Background: an optimization exercise with open tools, aiming at small area, a short achievable clock period and few clock cycles. Do not read the settings as production practice. The RTL was checked by simulation tests, not by an equivalence proof against the original design. Power and IR drop assume default switching activity.

Setup of job 2388:
Design bx8_quant, start of the top module:
module bx8_quant (
    input  wire        clk,
    input  wire        rst,         
    input  wire        in_valid,
    output wire        in_ready,
    input  wire [31:0] in_data,     
    input  wire [1:0]  in_fmt,      
    input  wire        in_given,    
    input  wire [7:0]  in_scale,    
    output wire        out_valid,
    input  wire        out_ready,
    output wire [7:0]  out_code,    
    output wire [7:0]  out_bx8,     
    output wire        out_last,    
    output wire [3:0]  out_flags    
);
Settings: LEC_CHECK=0, CAP_MARGIN=20, CORE_MARGIN=2, CORE_UTILIZATION=67, CTS_CLUSTER_DIAMETER=64, CTS_CLUSTER_SIZE=32, PLACE_DENSITY=0.8, SLEW_MARGIN=20; clock period 25.0 ns.
standard.sh (not shown) runs the stock make flow with config.mk's settings and CLKGATE_MAP_FILE= SYNTH_SCRIPT=/design/flow/synth_recipe.tcl, a recipe that flattens the netlist after the stock synthesis.
==> flow/flow/run.sh <==
#!/bin/bash
# The standard layout, with these changes:
# - the port buffers are made from buf_4 cells instead of the resizer's
#   default pick (a delay cell), and after global placement the data-input
#   ones, which drive one flip-flop each, become buf_1 (flow/small_inbuf.tcl);
# - the resizer's timing repair is asked to keep extra setup slack, so that
#   it also works on paths that meet the clock period already.
set -euo pipefail
export BUFFER_PORTS_ARGS="-buffer_cell sky130_fd_sc_hd__buf_4"
export POST_GLOBAL_PLACE_TCL="$(pwd)/flow/small_inbuf.tcl"
export SETUP_SLACK_MARGIN=18.9
bash standard.sh > standard.log 2>&1
==> flow/flow/small_inbuf.tcl <==
# After global placement: the port buffers of the data inputs, which each
# drive a single flip-flop, are made buf_1 instead of buf_4. The handshake
# and reset inputs keep theirs. The resizer's later repair still sizes any
# of them up if timing needs it.
set n_small 0
foreach inst [get_cells input*] {
  if { [get_property $inst ref_name] != "sky130_fd_sc_hd__buf_4" } { continue }
  set a [get_pins -of_objects $inst -filter "direction == input"]
  set net [get_full_name [get_nets -of_objects $a]]
  if { [regexp {^(in_data|in_fmt|in_given|in_scale)} $net] } {
    replace_cell $inst sky130_fd_sc_hd__buf_1
    incr n_small
  }
}
puts "small_inbuf: $n_small input buffers made buf_1"
Testbench counts of job 2388, summed over its fixed seeds: cycles 16,920.
Here is what was changed in the inputs of job 9672 compared with job 2388.
diff --git a/flow/flow/run.sh b/flow/flow/run.sh
--- a/flow/flow/run.sh
+++ b/flow/flow/run.sh
@@ -9,4 +9,4 @@
 export BUFFER_PORTS_ARGS="-buffer_cell sky130_fd_sc_hd__buf_4"
 export POST_GLOBAL_PLACE_TCL="$(pwd)/flow/small_inbuf.tcl"
-export SETUP_SLACK_MARGIN=18.9
+export SETUP_SLACK_MARGIN=18.5
 bash standard.sh > standard.log 2>&1
==> results.txt <==
| number of clock buffers in the layout | job 9672 vs job 2388 | 2 higher |
Per the comparison of job 9672 with job 2388, post-synthesis to final-layout area growth went down by 0.73 points; routed wire length went up by 1500 µm.
In job 9672 the final antenna diode count turned out 1 lower than in job 2388.
Summary — via-per-instance ratio, job 9672 relative to job 2388: higher, by about 1.3%.
Job 9672 against job 2388: share of the clock period used by the worst path shows an increase of 0.30 points, final-layout fill cell count shows an increase of about 1.7%, amount of wire on met2 after detailed routing higher.
Looking at source of the critical timing path, the o_bx8[1]$_DFFE_PP_ result is from job 9672; the o_code[0]$_SDFFCE_PP0P_ one comes from job 2388.
For the clock period minus final worst setup slack, job 9672 came in 75 ps higher than job 2388 did.
From job 9672 to job 2388, clock sink count did not move at all.
Re final cell count: job 2388 was higher than job 9672.
Setup changes, job 9672 to job 7226
diff --git a/flow/flow/run.sh b/flow/flow/run.sh
--- a/flow/flow/run.sh
+++ b/flow/flow/run.sh
@@ -9,4 +9,4 @@
 export BUFFER_PORTS_ARGS="-buffer_cell sky130_fd_sc_hd__buf_4"
 export POST_GLOBAL_PLACE_TCL="$(pwd)/flow/small_inbuf.tcl"
-export SETUP_SLACK_MARGIN=18.5
+export SETUP_SLACK_MARGIN=18.2
 bash standard.sh > standard.log 2>&1
==> comparison <==
As far as post-route core utilization goes, job 7226 and job 9672 are indistinguishable; the numbers are identical. Post-route worst setup slack for job 7226 is lower than for job 9672. There was hardly any difference in leakage power summed over all cells between job 9672 and job 7226. Reported for job 7226 and job 9672, mapped cell area turned out identical to the last digit. The global-route usage in job 7226 sits 0.38 points above the value recorded for job 9672. Going from job 9672 to job 7226, share of cell area taken by muxes after synthesis level; number of gates resized after CTS moved down; wire length moved up.
Input changes introduced in job 9509 (baseline for comparison: job 7226):
diff --git a/flow/flow/run.sh b/flow/flow/run.sh
--- a/flow/flow/run.sh
+++ b/flow/flow/run.sh
@@ -9,4 +9,4 @@
 export BUFFER_PORTS_ARGS="-buffer_cell sky130_fd_sc_hd__buf_4"
 export POST_GLOBAL_PLACE_TCL="$(pwd)/flow/small_inbuf.tcl"
-export SETUP_SLACK_MARGIN=18.2
+export SETUP_SLACK_MARGIN=18.9
 bash standard.sh > standard.log 2>&1
diff --git a/flow/config.mk b/flow/config.mk
--- a/flow/config.mk
+++ b/flow/config.mk
@@ -8,7 +8,7 @@
 export CAP_MARGIN = 20
 export CORE_MARGIN = 2
-export CORE_UTILIZATION = 67
+export CORE_UTILIZATION = 72
 export CTS_CLUSTER_DIAMETER = 64
 export CTS_CLUSTER_SIZE = 32
-export PLACE_DENSITY = 0.8
+export PLACE_DENSITY = 0.85
 export SLEW_MARGIN = 20
Notes after the runs:
Compared with job 7226, job 9509 shows a higher global-route wire length before repair. Job 7226 → job 9509: worst-case hold slack shows no meaningful change, via density per instance picked up an extra 7.8%, met2 global-route usage picked up an extra 10 points. sky130_fd_sc_hd__xor2_4 as the slowest library cell on the worst path was reported by job 7226, and sky130_fd_sc_hd__edfxtp_1 by job 9509.
Setup changes, job 9509 to job 5619
diff --git a/flow/flow/run.sh b/flow/flow/run.sh
--- a/flow/flow/run.sh
+++ b/flow/flow/run.sh
@@ -9,4 +9,4 @@
 export BUFFER_PORTS_ARGS="-buffer_cell sky130_fd_sc_hd__buf_4"
 export POST_GLOBAL_PLACE_TCL="$(pwd)/flow/small_inbuf.tcl"
-export SETUP_SLACK_MARGIN=18.9
+export SETUP_SLACK_MARGIN=18.75
 bash standard.sh > standard.log 2>&1
diff --git a/flow/config.mk b/flow/config.mk
--- a/flow/config.mk
+++ b/flow/config.mk
@@ -8,7 +8,7 @@
 export CAP_MARGIN = 20
 export CORE_MARGIN = 2
-export CORE_UTILIZATION = 72
+export CORE_UTILIZATION = 67
 export CTS_CLUSTER_DIAMETER = 64
 export CTS_CLUSTER_SIZE = 32
-export PLACE_DENSITY = 0.85
+export PLACE_DENSITY = 0.8
 export SLEW_MARGIN = 20
Results
- Between job 5619 and job 9509, the delay of the slowest critical-path stage is higher for job 9509.
- Die area | job 5619 > job 9509
- The launch point of the worst path comes out o_bx8[1]$_DFFE_PP_ in one run and o_bx8[2]$_DFFE_PP_ in the other, namely in job 5619 and job 9509 respectively.
- Compared with job 9509, job 5619 shows a fraction of the cycle the final worst path needs that is 0.19 points lower.
- Re synthesized cell count: no difference whatsoever between job 9509 and job 5619.
- Of job 5619 and job 9509, the run reporting the higher starting utilization of the core area was job 9509.
- Utilization job 9509 -> job 5619: down
- Job 9509 → job 5619: met3 track demand over resource shows a reduction of 0.24 points; internal power consumption now smaller.
- Total power: job 5619 below job 9509
### job 5619 -> job 4354
==> flow/flow/run.sh <==
#!/bin/bash
# The standard layout, with the port buffers made from buf_4 cells instead of
# the resizer's default pick (a delay cell), and the resizer's timing repair
# asked to keep extra setup slack, so that it also works on paths that meet
# the clock period already.
set -euo pipefail
export BUFFER_PORTS_ARGS="-buffer_cell sky130_fd_sc_hd__buf_4"
export SETUP_SLACK_MARGIN=18.9
bash standard.sh > standard.log 2>&1
removed: flow/flow/small_inbuf.tcl
==> results.txt <==
Worst-case clock skew in job 4354 is 7.9 ps lower than in job 5619
Proportion of power drawn by combinational gates: job 5619 vs job 4354 — no meaningful difference
Going from job 5619 to job 4354, maximum ir drop on the vdd rail grew by a few percent.

[afterwards: timing with drivers on the ports]
The flow's constraints put no driver on any port. The routed layouts listed below were extracted and timed again, unchanged, in two steps.
Step 1: set_driving_cell puts a clkbuf_16 on clk and a buf_2 on each other input, an assumption about the parent block.
Step 2 moves the port delays by t, midway between the first and last clock arrival at a register: inputs arrive t later, outputs are due t later. That takes back most of the time a late clock gives input paths.
Three values: ideal, step 1, step 2; two values: the first two.
| run | shift t [ns] | setup slack, ns | latest minus earliest clock arrival (ns) | worst data-port slew with drivers (ns) |
|---|---|---|---|---|
| job 2388 | 0.663 | 18.796 / 18.742 / 18.352 | 0.037 / 0.036 | 0.04 |
| job 9672 | 0.672 | 18.720 / 18.661 / 18.071 | 0.039 / 0.039 | 0.04 |
| job 7226 | 0.663 | 18.496 / 18.528 / 17.865 | 0.033 / 0.033 | 0.06 |
| job 9509 | 0.675 | 18.756 / 18.700 / 18.342 | 0.035 / 0.035 | 0.04 |
| job 5619 | 0.665 | 18.803 / 18.747 / 18.272 | 0.043 / 0.043 | 0.05 |
| job 4354 | 0.660 | 18.817 / 18.762 / 18.420 | 0.039 / 0.040 | 0.04 |
After both steps every run listed still meets setup and hold. For job 9672, which loses most, drivers alone change the setup slack by -0.059 ns; drivers and shift together by -0.649 ns.
